Context: an optimization exercise on an open-source flow, tuned for small area, a short achievable clock period and few clock cycles per item. The choices shown serve that exercise and are no tape-out recipe.
The RTL was checked by simulation tests, not by an equivalence proof against the original design.
Power is estimated from default activity; no workload was simulated.

==> run a: inputs <==
## voler_agu
module voler_agu (
    input  wire        clk,
    input  wire        rst,
    input  wire        in_valid,
    output wire        in_ready,
    input  wire [31:0] in_instr,
    input  wire [23:0] in_d,
    input  wire [14:0] in_base,
    output reg         out_valid,
    output reg  [14:0] out_addr0,
    output reg  [14:0] out_addr1,
    output reg  [14:0] out_addr2,
    output reg  [23:0] out_data
);
Settings: LEC_CHECK=0, CAP_MARGIN=20, CORE_MARGIN=2, CORE_UTILIZATION=30, SLEW_MARGIN=20; clock period 10.0 ns.
run.sh (not shown) runs the stock make flow with config.mk's settings and CLKGATE_MAP_FILE= SYNTH_SCRIPT=/design/flow/synth_recipe.tcl, a recipe that flattens the netlist after the stock synthesis.
==> run b (differences from run a) <==
--- a/flow/design.v
+++ b/flow/design.v
@@ -112,48 +112,61 @@
             b_p  = b_p  | ({15{e_sb[k]}} & p_r[k]);
             b_n  = b_n  | ({16{e_sb[k]}} & n_r[k]);
             b_m  = b_m  | ({15{e_sb[k]}} & m_r[k]);
             b_l  = b_l  | ({15{e_sb[k]}} & lp_r[k]);
             b_b  = b_b  | ({15{e_sb[k]}} & b_r[k]);
             b_pd = b_pd | (e_sb[k] & pend[k]);
         end
     end
-    function automatic [15:0] step;
+    function automatic [30:0] step;
         input [14:0] p;
         input [15:0] s;
         input [14:0] la;
         input [14:0] lp;
         input        pd;
         input [14:0] b;
-        reg   [17:0] dhi, dlo;
-        reg   [14:0] q, rhi, rlo;
+        reg   [17:0] xp, xs, xb, xl, s1, c1, s2, c2, dhi, dlo;
+        reg   [14:0] l, t1, k1, t2, k2, q, rhi, rlo;
         reg          nz, chi, clo;
         begin
-            dhi = {3'b000, p} + {{2{s[15]}}, s} - {3'b000, b} - {3'b000, la};
-            dlo = {3'b000, p} + {{2{s[15]}}, s} - {3'b000, b};
-            q   = p + s[14:0];
-            rhi = p + s[14:0] - la;
-            rlo = p + s[14:0] + (pd ? lp : la);
-            nz  = |la;
+            xp  = {3'b000, p};
+            xs  = {{2{s[15]}}, s};
+            xb  = ~{3'b000, b};
+            xl  = ~{3'b000, la};
+            s1  = xp ^ xs ^ xb;
+            c1  = {(xp[16:0] & xs[16:0]) | (xp[16:0] & xb[16:0]) | (xs[16:0] & xb[16:0]), 1'b1};
+            s2  = s1 ^ c1 ^ xl;
+            c2  = {(s1[16:0] & c1[16:0]) | (s1[16:0] & xl[16:0]) | (c1[16:0] & xl[16:0]), 1'b1};
+            dhi = s2 + c2;                   
+            dlo = s1 + c1;                   
             chi = !dhi[17];
             clo = dlo[17];
-            if (nz && chi)      step = {1'b1, rhi};
-            else if (nz && clo) step = {1'b1, rlo};
-            else                step = {1'b0, q};
+            l   = pd ? lp : la;
+            t1  = p ^ s[14:0] ^ ~la;
+            k1  = {(p[13:0] & s[13:0]) | (p[13:0] & ~la[13:0]) | (s[13:0] & ~la[13:0]), 1'b1};
+            rhi = t1 + k1;
+            t2  = p ^ s[14:0] ^ l;
+            k2  = {(p[13:0] & s[13:0]) | (p[13:0] & l[13:0]) | (s[13:0] & l[13:0]), 1'b0};
+            rlo = t2 + k2;
+            q   = p + s[14:0];
+            nz  = |la;
+            if (nz && chi)      step = {q, 1'b1, rhi};
+            else if (nz && clo) step = {q, 1'b1, rlo};
+            else                step = {q, 1'b0, q};
         end
     endfunction
     wire [15:0] a_s = e_a_n ? a_n : (e_a_neg ? 16'hFFFF : 16'd1);
     wire [15:0] b_s = e_b_n ? b_n : (e_b_neg ? 16'hFFFF : 16'd1);
     wire [15:0] c_s = e_c_neg ? 16'hFFFF : 16'd1;
-    wire [15:0] a_st = step(a_p, a_s, a_m, a_l, a_pd, a_b);
-    wire [15:0] b_st = step(b_p, b_s, b_m, b_l, b_pd, b_b);
-    wire [15:0] c_st = step(b_p, c_s, b_m, b_l, 1'b0, b_b);
-    wire [14:0] a_ea = e_a_ea ? (a_p + a_n[14:0]) : a_p;
-    wire [14:0] b_ea = e_b_ea ? (b_p + b_n[14:0]) : b_p;
+    wire [30:0] a_st = step(a_p, a_s, a_m, a_l, a_pd, a_b);
+    wire [30:0] b_st = step(b_p, b_s, b_m, b_l, b_pd, b_b);
+    wire [30:0] c_st = step(b_p, c_s, b_m, b_l, 1'b0, b_b);
+    wire [14:0] a_ea = e_a_ea ? a_st[30:16] : a_p;
+    wire [14:0] b_ea = e_b_ea ? b_st[30:16] : b_p;
     wire a_mz = (a_m == 15'd0);
     always @(posedge clk) begin
         for (k = 0; k < 8; k = k + 1) begin
             if (rst) begin
                 p_r[k]  <= 15'd0;
                 n_r[k]  <= 16'd0;
                 m_r[k]  <= 15'd0;
                 lp_r[k] <= 15'd0;
@@ -165,31 +178,30 @@
                 else if (e_sa[k] && e_a_upd)
                     p_r[k] <= a_st[14:0];
                 else if (e_sa[k] && e_wp)
                     p_r[k] <= e_v[14:0];
                 if (e_sa[k] && e_wn)
                     n_r[k] <= e_v;
                 if (e_sa[k] && e_wb)
                     b_r[k] <= e_v[14:0];
-                if (e_dst) begin
+                if (pend[k] && ((e_sa[k] && ((e_a_upd && a_st[15]) || e_wp)) ||
+                                (e_sb[k] && e_b_upd && b_st[15])))
+                    m_r[k] <= lp_r[k];
+                else if (e_sa[k] && e_wm && a_mz)
+                    m_r[k] <= e_v[14:0];
+                if (e_sa[k] && e_wm && !a_mz)
+                    lp_r[k] <= e_v[14:0];
+                if (e_dst)
                     pend[k] <= 1'b0;
-                end else if (pend[k] && ((e_sa[k] && ((e_a_upd && a_st[15]) || e_wp)) ||
-                                         (e_sb[k] && e_b_upd && b_st[15]))) begin
-                    m_r[k]  <= lp_r[k];
+                else if (e_sa[k] && e_wm)
+                    pend[k] <= !a_mz;
+                else if ((e_sa[k] && ((e_a_upd && a_st[15]) || e_wp)) ||
+                         (e_sb[k] && e_b_upd && b_st[15]))
                     pend[k] <= 1'b0;
-                end else if (e_sa[k] && e_wm) begin
-                    if (a_mz) begin
-                        m_r[k]  <= e_v[14:0];
-                        pend[k] <= 1'b0;
-                    end else begin
-                        lp_r[k] <= e_v[14:0];
-                        pend[k] <= 1'b1;
-                    end
-                end
             end
         end
     end
     always @(posedge clk) begin
         out_valid <= !rst && e_res;
         out_addr0 <= e_o0 ? a_ea : 15'd0;
         out_addr1 <= e_o1 ? b_ea : 15'd0;
         out_addr2 <= e_mv ? c_st[14:0] : 15'd0;
Settings changed: CAP_MARGIN 20 to 40, CORE_UTILIZATION 30 to 45, SETUP_SLACK_MARGIN set to 5, SLEW_MARGIN 20 to 40.
==> run notes <==
|  | run a | run b |
|---|---|---|
| Outcome | finished clean | finished clean |
| Proportion of cell area occupied by registers | 0.264 | 0.237 |
| Post CTS Setup Buffer Count | 0 | 187 |
| Endpoint of the lowest-slack register-to-register path | m_r[7][13] | m_r[3][11] |
| Height of the die | 411 um | 336 um |
| Synth Area in Adders | 0.0879 | 0.130 |
| Proportion of layout cells with a drive suffix above 1 | 0.0761 | 0.174 |
| Clock buffers | 116 | 114 |
| Fraction of area in multi-input gates | 0.573 | 0.541 |
| Number of signal-net inverters in the final layout | 219 | 349 |
| Sequential-cell power consumption | 2940 uW | 2920 uW |
| Power density of the placed cells | 126 mW/mm^2 | 110 mW/mm^2 |
| Wire length per cell | 27.3 um | 31.5 um |
| Most prevalent standard cell on the critical path | nand4_1 | buf_12 |
| Largest net degree at the start of global routing | 193 | 159 |
| Total combinational power | 599 uW | 598 uW |
| Clock-net power | 3470 uW | 3320 uW |
| Lkg Pwr | 0.0204 uW | 0.0232 uW |
| Clock Latency Late Sink | 0.73 ns | 0.71 ns |
| Non-filler cells in the finished layout | 8,390 | 7,939 |
| Post-detail-place hpwl | 153,000 um | 147,000 um |
| Simple-gate share of the synthesized area | 0.184 | 0.169 |
| Shortest clock period the worst path allows after layout | 8.60 ns | 5.28 ns |
| Initial antenna violation count | 14 | 18 |
| Post-synthesis share of cell area spent on xor and xnor gates | 0.0281 | 0.0203 |
| Worst-margin pin slew | 1.25 ns | 0.987 ns |
| Starting DRC count in detailed routing | 7,732 | 9,110 |
Testbench counts of run a, summed over its fixed seeds: cycles 160,016, items 160,000.
Testbench counts of run b, summed over its fixed seeds: cycles 160,016, items 160,000.

-- static timing again, ports no longer ideal --
In the flow no input, the clock included, has a driving cell. The finished layouts below were timed again as built, in two steps.
Step 1 assumes that a clkbuf_16 drives the clock port and a buf_2 every other input.
Step 2 also shifts input and output timing later by t, the mid clock arrival at the registers, as if the neighbouring blocks saw the same clock.
a / b / c = no drivers / after step 1 / after step 2; a / b = the first two.
run | t, ns | setup slack, ns | worst hold slack (ns) | worst setup path after step 2 | slew at the worst register clock pin (ns)
run a | 0.788 | 1.403 / 1.403 / 1.403 | 0.457 / 0.457 / 0.457 | register to register | 0.07 / 0.07
run b | 0.772 | 4.722 / 4.722 / 4.722 | 0.465 / 0.465 / 0.465 | register to register | 0.07 / 0.07
After both steps setup and hold are still met in every run listed.
